Context: an optimization exercise on an open-source flow, tuned for small area, a short achievable clock period and few clock cycles per item. The choices shown serve that exercise and are no tape-out recipe.
Where RTL was checked, it was by simulation tests only, not by an equivalence proof against the original.
Power figures rest on the tool's default switching activity, not on a simulated workload.

== red ==
==> flow/design.v <==
module bfp_compress (
    input  wire        clk,
    input  wire        rst,          
    input  wire        in_valid,
    output wire        in_ready,
    input  wire [1:0]  in_fmt,       
    input  wire [23:0] in_i,
    input  wire [23:0] in_q,
    output wire        out_valid,
    input  wire        out_ready,
    output wire [7:0]  out_data,
    output wire        out_last
);
    localparam integer N = 11;       
    localparam [1:0] ST_IDLE = 2'd0, ST_A = 2'd1, ST_B = 2'd2;
    reg        rdy_r;
    reg [1:0]  st;
    reg [23:0] r0_i, r0_q;
    reg [1:0]  fmt_in;
    reg [3:0]  icnt;
    reg        r0_first, r0_last;
    reg [3:0]  s_cur;
    reg        sat_i, sat_q;
    wire take = in_valid & rdy_r;
    function [15:0] nofit;
        input [23:0] x;
        input [4:0]  b;
        integer s, j;
        reg w, o, a, xb;
        begin
            nofit = 16'd0;
            for (s = 0; s <= 15; s = s + 1) begin
                w = 1'b1; o = 1'b0; a = 1'b1; xb = 1'b0;
                for (j = 0; j <= 22; j = j + 1) begin
                    if (s == 0) begin
                        if (j >= b - 1) begin
                            o = o | x[j];
                            a = a & x[j];
                        end
                    end else begin
                        if (j >= s - 1 && j <= b + s - 2)
                            w = w & x[j];
                        if (j >= b - 1 + s)
                            o = o | x[j];
                        if (j >= b + s)
                            a = a & x[j];
                        if (j == b - 1 + s)
                            xb = x[j];
                    end
                end
                if (b - 1 + s == 23)
                    xb = x[23];
                if (s + b <= 24) begin
                    if (s == 0)
                        nofit[s] = x[23] ? ~a : o;
                    else if (x[23])
                        nofit[s] = ~a | (~xb & ~w);
                    else
                        nofit[s] = o | w;
                end
            end
        end
    endfunction
    wire [15:0] nf_i = (fmt_in == 2'd2) ? nofit(r0_i, 5'd12) : nofit(r0_i, 5'd9);
    wire [15:0] nf_q = (fmt_in == 2'd2) ? nofit(r0_q, 5'd12) : nofit(r0_q, 5'd9);
    wire [3:0]  smax = (fmt_in == 2'd2) ? 4'd12 : 4'd15;
    wire [14:0] base_t;
    genvar gk;
    generate
        for (gk = 1; gk <= 15; gk = gk + 1) begin : g_bt
            assign base_t[gk-1] = ~r0_first & (s_cur >= gk);
        end
    endgenerate
    wire [14:0] lim_t  = (fmt_in == 2'd2) ? 15'h0fff : 15'h7fff;
    wire [14:0] new_t  = (base_t | nf_i[14:0] | nf_q[14:0]) & lim_t;
    wire [3:0]  s_new;
    assign s_new[3] = new_t[7];
    assign s_new[2] = (new_t[3] & ~new_t[7]) | new_t[11];
    assign s_new[1] = (new_t[1] & ~new_t[3]) | (new_t[5] & ~new_t[7]) |
                      (new_t[9] & ~new_t[11]) | new_t[13];
    assign s_new[0] = (new_t[0] & ~new_t[1]) | (new_t[2] & ~new_t[3]) |
                      (new_t[4] & ~new_t[5]) | (new_t[6] & ~new_t[7]) |
                      (new_t[8] & ~new_t[9]) | (new_t[10] & ~new_t[11]) |
                      (new_t[12] & ~new_t[13]) | new_t[14];
    function [13:0] bfp_field;
        input [23:0] x;
        input [3:0]  a;
        input        sat;
        input        b12;
        reg signed [24:0] t;
        reg signed [24:0] v;
        reg               sb;
        integer j;
        begin
            t  = {x, 1'b0};
            v  = t >>> a;
            sb = 1'b0;
            for (j = 0; j <= 22; j = j + 1)
                if (j + 2 <= a)
                    sb = sb | x[j];
            if (sat)
                bfp_field = x[23] ? {(b12 ? 13'h1000 : 13'h1e00), 1'b0}
                                  : {(b12 ? 13'h0ffe : 13'h01fe), 1'b0};
            else if (b12 && (v[13] ^ v[12]))
                bfp_field = {13'h1000, 1'b0};
            else
                bfp_field = {v[12:0], sb};
        end
    endfunction
    function [15:0] fix16;
        input [23:0] x;
        reg up;
        begin
            up = x[7] & ((|x[6:0]) | x[8]);
            if (x[23:8] == 16'h7fff)
                fix16 = 16'h7fff;
            else
                fix16 = x[23:8] + {15'd0, up};
        end
    endfunction
    wire        is_bfp_in = (fmt_in != 2'd0);
    wire [31:0] slot_in = is_bfp_in ?
        {bfp_field(r0_i, s_cur, sat_i, fmt_in[1]),
         bfp_field(r0_q, s_cur, sat_q, fmt_in[1]), s_cur} :
        {fix16(r0_i), fix16(r0_q)};
    reg [31:0]  fd [0:N-1];
    reg [N-1:0] fv;
    reg         meta_v;
    reg [1:0]   meta_fmt;
    reg [3:0]   meta_s;
    wire        pop;
    wire        meta_pop;
    wire        full = &fv;
    wire        tail_acc = ~full | pop;
    wire        wr = (st == ST_B) & tail_acc;
    reg [N-1:0] shift;
    reg [N-1:0] fv_next;
    integer i;
    always @(*) begin
        for (i = 0; i < N; i = i + 1) begin
            shift[i] = pop | ~(&(fv | ~((2 << i) - 1)));
            if (shift[i])
                fv_next[i] = (i == N - 1) ? wr : fv[i+1];
            else
                fv_next[i] = fv[i];
        end
    end
    always @(posedge clk) begin
        for (i = 0; i < N; i = i + 1)
            if (shift[i])
                fd[i] <= (i == N - 1) ? slot_in : fd[i+1];
    end
    wire      r0_free = (st == ST_IDLE) | ((st == ST_B) & wr);
    reg [1:0] st_next;
    always @(*) begin
        if (take)                     st_next = ST_A;
        else if (st == ST_A)          st_next = ST_B;
        else if (st == ST_B && !wr)   st_next = ST_B;
        else                          st_next = ST_IDLE;
    end
    always @(posedge clk) begin
        if (r0_free) begin
            r0_i     <= in_i;
            r0_q     <= in_q;
            r0_first <= (icnt == 4'd0);
            r0_last  <= (icnt == 4'd11);
        end
        if (take && icnt == 4'd0)
            fmt_in <= (in_fmt == 2'd3) ? 2'd0 : in_fmt;
        if (st == ST_A) begin
            s_cur <= s_new;
            sat_i <= nf_i[smax];
            sat_q <= nf_q[smax];
        end
    end
    always @(posedge clk) begin
        if (rst) begin
            st     <= ST_IDLE;
            icnt   <= 4'd0;
            fv     <= {N{1'b0}};
        end else begin
            st    <= st_next;
            if (take)
                icnt <= (icnt == 4'd11) ? 4'd0 : icnt + 4'd1;
            fv    <= fv_next;
        end
    end
    reg        ph;           
    reg [3:0]  scnt;         
    reg [3:0]  hd;           
    wire g_load;
    assign pop      = g_load & ph;
    assign meta_pop = g_load & ph & (scnt == 4'd11);
    wire   g_first  = ~ph & (scnt == 4'd0);
    wire   g_last   = ph & (scnt == 4'd11);
    wire [31:0] head = fd[0];
    wire [12:0] hv   = ph ? head[17:5] : head[31:19];
    wire        hs   = ph ? head[4]    : head[18];
    wire [15:0] hm   = ph ? head[15:0] : head[31:16];
    reg signed [16:0] vx;
    reg signed [16:0] qx;
    reg               rb, stk, hup;
    always @(*) begin
        vx  = {{4{hv[12]}}, hv};
        qx  = (vx >>> 1) >>> hd;
        rb  = vx[hd];
        stk = hs | |(vx[15:0] & ~(16'hffff << hd));
        hup = rb & (stk | qx[0]);
    end
    wire        mset      = (st == ST_A) & r0_last;    
    wire [31:0] head_next = shift[0] ? ((N == 1) ? slot_in : fd[1]) : fd[0];
    wire [3:0]  ms_next   = mset ? s_new : meta_s;
    always @(posedge clk) begin
        hd <= ms_next - head_next[3:0];
    end
    always @(posedge clk) begin
        if (rst) begin
            ph     <= 1'b0;
            scnt   <= 4'd0;
            meta_v <= 1'b0;
        end else begin
            if (g_load) begin
                ph <= ~ph;
                if (ph)
                    scnt <= (scnt == 4'd11) ? 4'd0 : scnt + 4'd1;
            end
            if (mset)
                meta_v <= 1'b1;
            else if (meta_pop)
                meta_v <= 1'b0;
        end
        if (mset) begin
            meta_fmt <= fmt_in;
            meta_s   <= s_new;
        end
    end
    reg       ov, ol, sk_l;
    reg [7:0] od, sk_d;
    wire      acc = ~ov | out_ready;
    reg [15:0] gb;
    reg [4:0]  gc;
    reg        gexp;
    reg [3:0]  ge;
    reg        glast;
    reg        sk_v;
    wire       emit     = ~sk_v & (gexp | gc[4] | gc[3]);
    wire       emit_buf = emit & ~gexp;
    wire [4:0] c_after  = emit_buf ? gc - 5'd8 : gc;
    reg        cl_r;         
    assign g_load = fv[0] & meta_v & cl_r;
    wire [15:0] m = (meta_fmt == 2'd0) ? hm : {4'd0, qx[11:0] + {11'd0, hup}};
    reg  [15:0] gb_ld;
    reg  [4:0]  gb_b;
    always @(*) begin
        case (meta_fmt)
            2'd1:    begin gb_ld = {gb[6:0], m[8:0]};  gb_b = 5'd9;  end
            2'd2:    begin gb_ld = {gb[3:0], m[11:0]}; gb_b = 5'd12; end
            default: begin gb_ld = m;                  gb_b = 5'd16; end
        endcase
    end
    wire [3:0] meta_e = (meta_fmt == 2'd1) ? ~meta_s : 4'd12 - meta_s;
    reg  [8:0] gsel;
    wire [4:0] gc_next = g_load ? c_after + gb_b : c_after;
    reg  [7:0] sel_byte;
    integer sb;
    always @(*) begin
        sel_byte = 8'd0;
        for (sb = 0; sb <= 8; sb = sb + 1)
            sel_byte = sel_byte | ({8{gsel[sb]}} & gb[sb + 7 -: 8]);
    end
    wire [7:0] core_byte = gexp ? {4'd0, ge} : sel_byte;
    wire       core_last = ~gexp & glast & (gc == 5'd8);
    always @(posedge clk) begin
        for (sb = 0; sb <= 8; sb = sb + 1)
            gsel[sb] <= (gc_next == sb + 8);
        if (g_load) begin
            gb <= gb_ld;
            if (g_first)
                ge <= meta_e;
        end
    end
    wire gexp_next = (g_load & g_first) ? (meta_fmt != 2'd0) : (gexp & ~emit);
    wire sk_v_next = ~acc & (sk_v | emit);
    always @(posedge clk) begin
        if (rst) begin
            gc    <= 5'd0;
            gexp  <= 1'b0;
            glast <= 1'b0;
            cl_r  <= 1'b1;
        end else begin
            gc    <= gc_next;
            gexp  <= gexp_next;
            cl_r  <= (gc_next < 5'd8) | (~gc_next[4] & ~gexp_next & ~sk_v_next);
            if (g_load)
                glast <= g_last;
        end
    end
    always @(posedge clk) begin
        if (rst) begin
            ov   <= 1'b0;
            sk_v <= 1'b0;
        end else if (acc) begin
            ov   <= sk_v | emit;
            sk_v <= 1'b0;
        end else if (emit) begin
            sk_v <= 1'b1;
        end
        if (acc) begin
            od <= sk_v ? sk_d : core_byte;
            ol <= sk_v ? sk_l : core_last;
        end
        if (!acc && emit) begin
            sk_d <= core_byte;
            sk_l <= core_last;
        end
    end
    wire ph_next     = g_load ? ~ph : ph;
    wire mv_next     = mset | (meta_v & ~meta_pop);
    wire cl_next     = (gc_next < 5'd8) | (~gc_next[4] & ~gexp_next & ~sk_v_next);
    wire pop_next    = fv_next[0] & mv_next & cl_next & ph_next;
    always @(posedge clk) begin
        if (rst)
            rdy_r <= 1'b1;
        else
            rdy_r <= (st_next == ST_IDLE) |
                     ((st_next == ST_B) & (~(&fv_next) | pop_next));
    end
    assign in_ready  = rdy_r;
    assign out_valid = ov;
    assign out_data  = od;
    assign out_last  = ol;
endmodule
Settings: LEC_CHECK=0, CAP_MARGIN=20, CORE_MARGIN=2, CORE_UTILIZATION=60, PLACE_DENSITY=0.7, SLEW_MARGIN=20; clock period 12.5 ns.
standard.sh (not shown) runs the stock make flow with config.mk's settings and CLKGATE_MAP_FILE= SYNTH_SCRIPT=/design/flow/synth_recipe.tcl, a recipe that flattens the netlist after the stock synthesis.
==> flow/flow/run.sh <==
#!/bin/bash
# Standard ORFS layout (bash standard.sh) with these changes:
#  - port buffers are buf_1 cells (the timing repair upsizes the ones on
#    critical paths) instead of the resizer's default choice
#  - clock tree without dummy loads, with larger sink clusters
#  - repair_timing aims at a setup slack of 9.0 ns
# make's output goes to make_finish.log; ORFS keeps per-step logs under orfs/logs.
set -euo pipefail
export BUFFER_PORTS_ARGS="-buffer_cell sky130_fd_sc_hd__buf_1"
export CTS_ARGS="-sink_clustering_enable -repair_clock_nets -dont_use_dummy_load -sink_clustering_size 25 -sink_clustering_max_diameter 100 -buf_list {sky130_fd_sc_hd__clkbuf_8 sky130_fd_sc_hd__clkbuf_16}"
export SETUP_SLACK_MARGIN=9.0
bash standard.sh > make_finish.log 2>&1
Relative to red, the following input files were edited for blue:
diff --git a/flow/design.v b/flow/design.v
--- a/flow/design.v
+++ b/flow/design.v
@@ -205,13 +205,15 @@
         qx  = (vx >>> 1) >>> hd;
         rb  = vx[hd];
         stk = hs | |(vx[15:0] & ~(16'hffff << hd));
         hup = rb & (stk | qx[0]);
     end
-    wire        mset      = (st == ST_A) & r0_last;    
+    reg         b_first;
+    always @(posedge clk) b_first <= (st == ST_A);
+    wire        mset      = (st == ST_B) & b_first & r0_last;
     wire [31:0] head_next = shift[0] ? ((N == 1) ? slot_in : fd[1]) : fd[0];
-    wire [3:0]  ms_next   = mset ? s_new : meta_s;
+    wire [3:0]  ms_next   = mset ? s_cur : meta_s;
     always @(posedge clk) begin
         hd <= ms_next - head_next[3:0];
     end
     always @(posedge clk) begin
         if (rst) begin
@@ -229,11 +231,11 @@
             else if (meta_pop)
                 meta_v <= 1'b0;
         end
         if (mset) begin
             meta_fmt <= fmt_in;
-            meta_s   <= s_new;
+            meta_s   <= s_cur;
         end
     end
     reg       ov, ol, sk_l;
     reg [7:0] od, sk_d;
     wire      acc = ~ov | out_ready;
@@ -241,12 +243,15 @@
     reg [4:0]  gc;
     reg        gexp;
     reg [3:0]  ge;
     reg        glast;
     reg        sk_v;
-    wire       emit     = ~sk_v & (gexp | gc[4] | gc[3]);
-    wire       emit_buf = emit & ~gexp;
+    wire       g_bfp    = (meta_fmt != 2'd0);
+    wire       exp_now  = g_load & g_first & g_bfp & ~sk_v & ~gc[4] & ~gc[3];
+    wire       dir_now  = g_load & ~g_bfp & ~sk_v & ~gc[4] & ~gc[3];
+    wire       emit     = ~sk_v & (gexp | gc[4] | gc[3] | exp_now | dir_now);
+    wire       emit_buf = emit & ~gexp & ~exp_now & ~dir_now;
     wire [4:0] c_after  = emit_buf ? gc - 5'd8 : gc;
     reg        cl_r;         
     assign g_load = fv[0] & meta_v & cl_r;
     wire [15:0] m = (meta_fmt == 2'd0) ? hm : {4'd0, qx[11:0] + {11'd0, hup}};
     reg  [15:0] gb_ld;
@@ -258,30 +263,31 @@
             default: begin gb_ld = m;                  gb_b = 5'd16; end
         endcase
     end
     wire [3:0] meta_e = (meta_fmt == 2'd1) ? ~meta_s : 4'd12 - meta_s;
     reg  [8:0] gsel;
-    wire [4:0] gc_next = g_load ? c_after + gb_b : c_after;
+    wire [4:0] gc_next = g_load ? (dir_now ? 5'd8 : c_after + gb_b) : c_after;
     reg  [7:0] sel_byte;
     integer sb;
     always @(*) begin
         sel_byte = 8'd0;
         for (sb = 0; sb <= 8; sb = sb + 1)
             sel_byte = sel_byte | ({8{gsel[sb]}} & gb[sb + 7 -: 8]);
     end
-    wire [7:0] core_byte = gexp ? {4'd0, ge} : sel_byte;
-    wire       core_last = ~gexp & glast & (gc == 5'd8);
+    wire [7:0] core_byte = gexp ? {4'd0, ge} : exp_now ? {4'd0, meta_e} :
+                           dir_now ? hm[15:8] : sel_byte;
+    wire       core_last = ~gexp & ~exp_now & ~dir_now & glast & (gc == 5'd8);
     always @(posedge clk) begin
         for (sb = 0; sb <= 8; sb = sb + 1)
             gsel[sb] <= (gc_next == sb + 8);
         if (g_load) begin
             gb <= gb_ld;
             if (g_first)
                 ge <= meta_e;
         end
     end
-    wire gexp_next = (g_load & g_first) ? (meta_fmt != 2'd0) : (gexp & ~emit);
+    wire gexp_next = (g_load & g_first) ? (g_bfp & ~exp_now) : (gexp & ~emit);
     wire sk_v_next = ~acc & (sk_v | emit);
     always @(posedge clk) begin
         if (rst) begin
             gc    <= 5'd0;
             gexp  <= 1'b0;
Results
From red to blue the numbers moved as follows: sequential portion of the cell area went up 1.5 points; cell count decreased about 1%; post-synthesis xor/xnor area fraction comparable.
Comparing red and blue, the higher combinational fraction of design power is on red.
Re synthesis-to-finish area growth: red and blue aren't equal, and the higher value belongs to red.
Testbench counts of blue, summed over its fixed seeds: cycles 17,443, blocks 480.
The RTL of red was laid out without a check of its function.

[re-timing with driven ports]
The flow's constraints put no driver on any port. The routed layouts listed below were extracted and timed again, unchanged, in two steps. Step 1 sets driving cells, clkbuf_16 on the clock port and buf_2 on the other inputs (assumed; they add their load-dependent delay and slew). Step 2, shift: input delay + t, output delay - t, t = (earliest + latest rising clock arrival at the registers) / 2. This alone moves slack from input paths to output paths. a / b / c = ideal / step 1 / step 2; a / b = the first two.
run	t (ns)	slack for setup (ns)	worst setup path after step 2	clock arrival spread, ns	pins driven straight from the clock port
red	0.603	8.915 / 8.888 / 8.639	input to register	0.063 / 0.063	1
blue	0.612	8.922 / 8.864 / 8.731	input to register	0.041 / 0.040	1
After both steps every run listed still meets setup and hold. For red, which loses most, drivers alone change the setup slack by -0.027 ns; drivers and shift together by -0.276 ns.
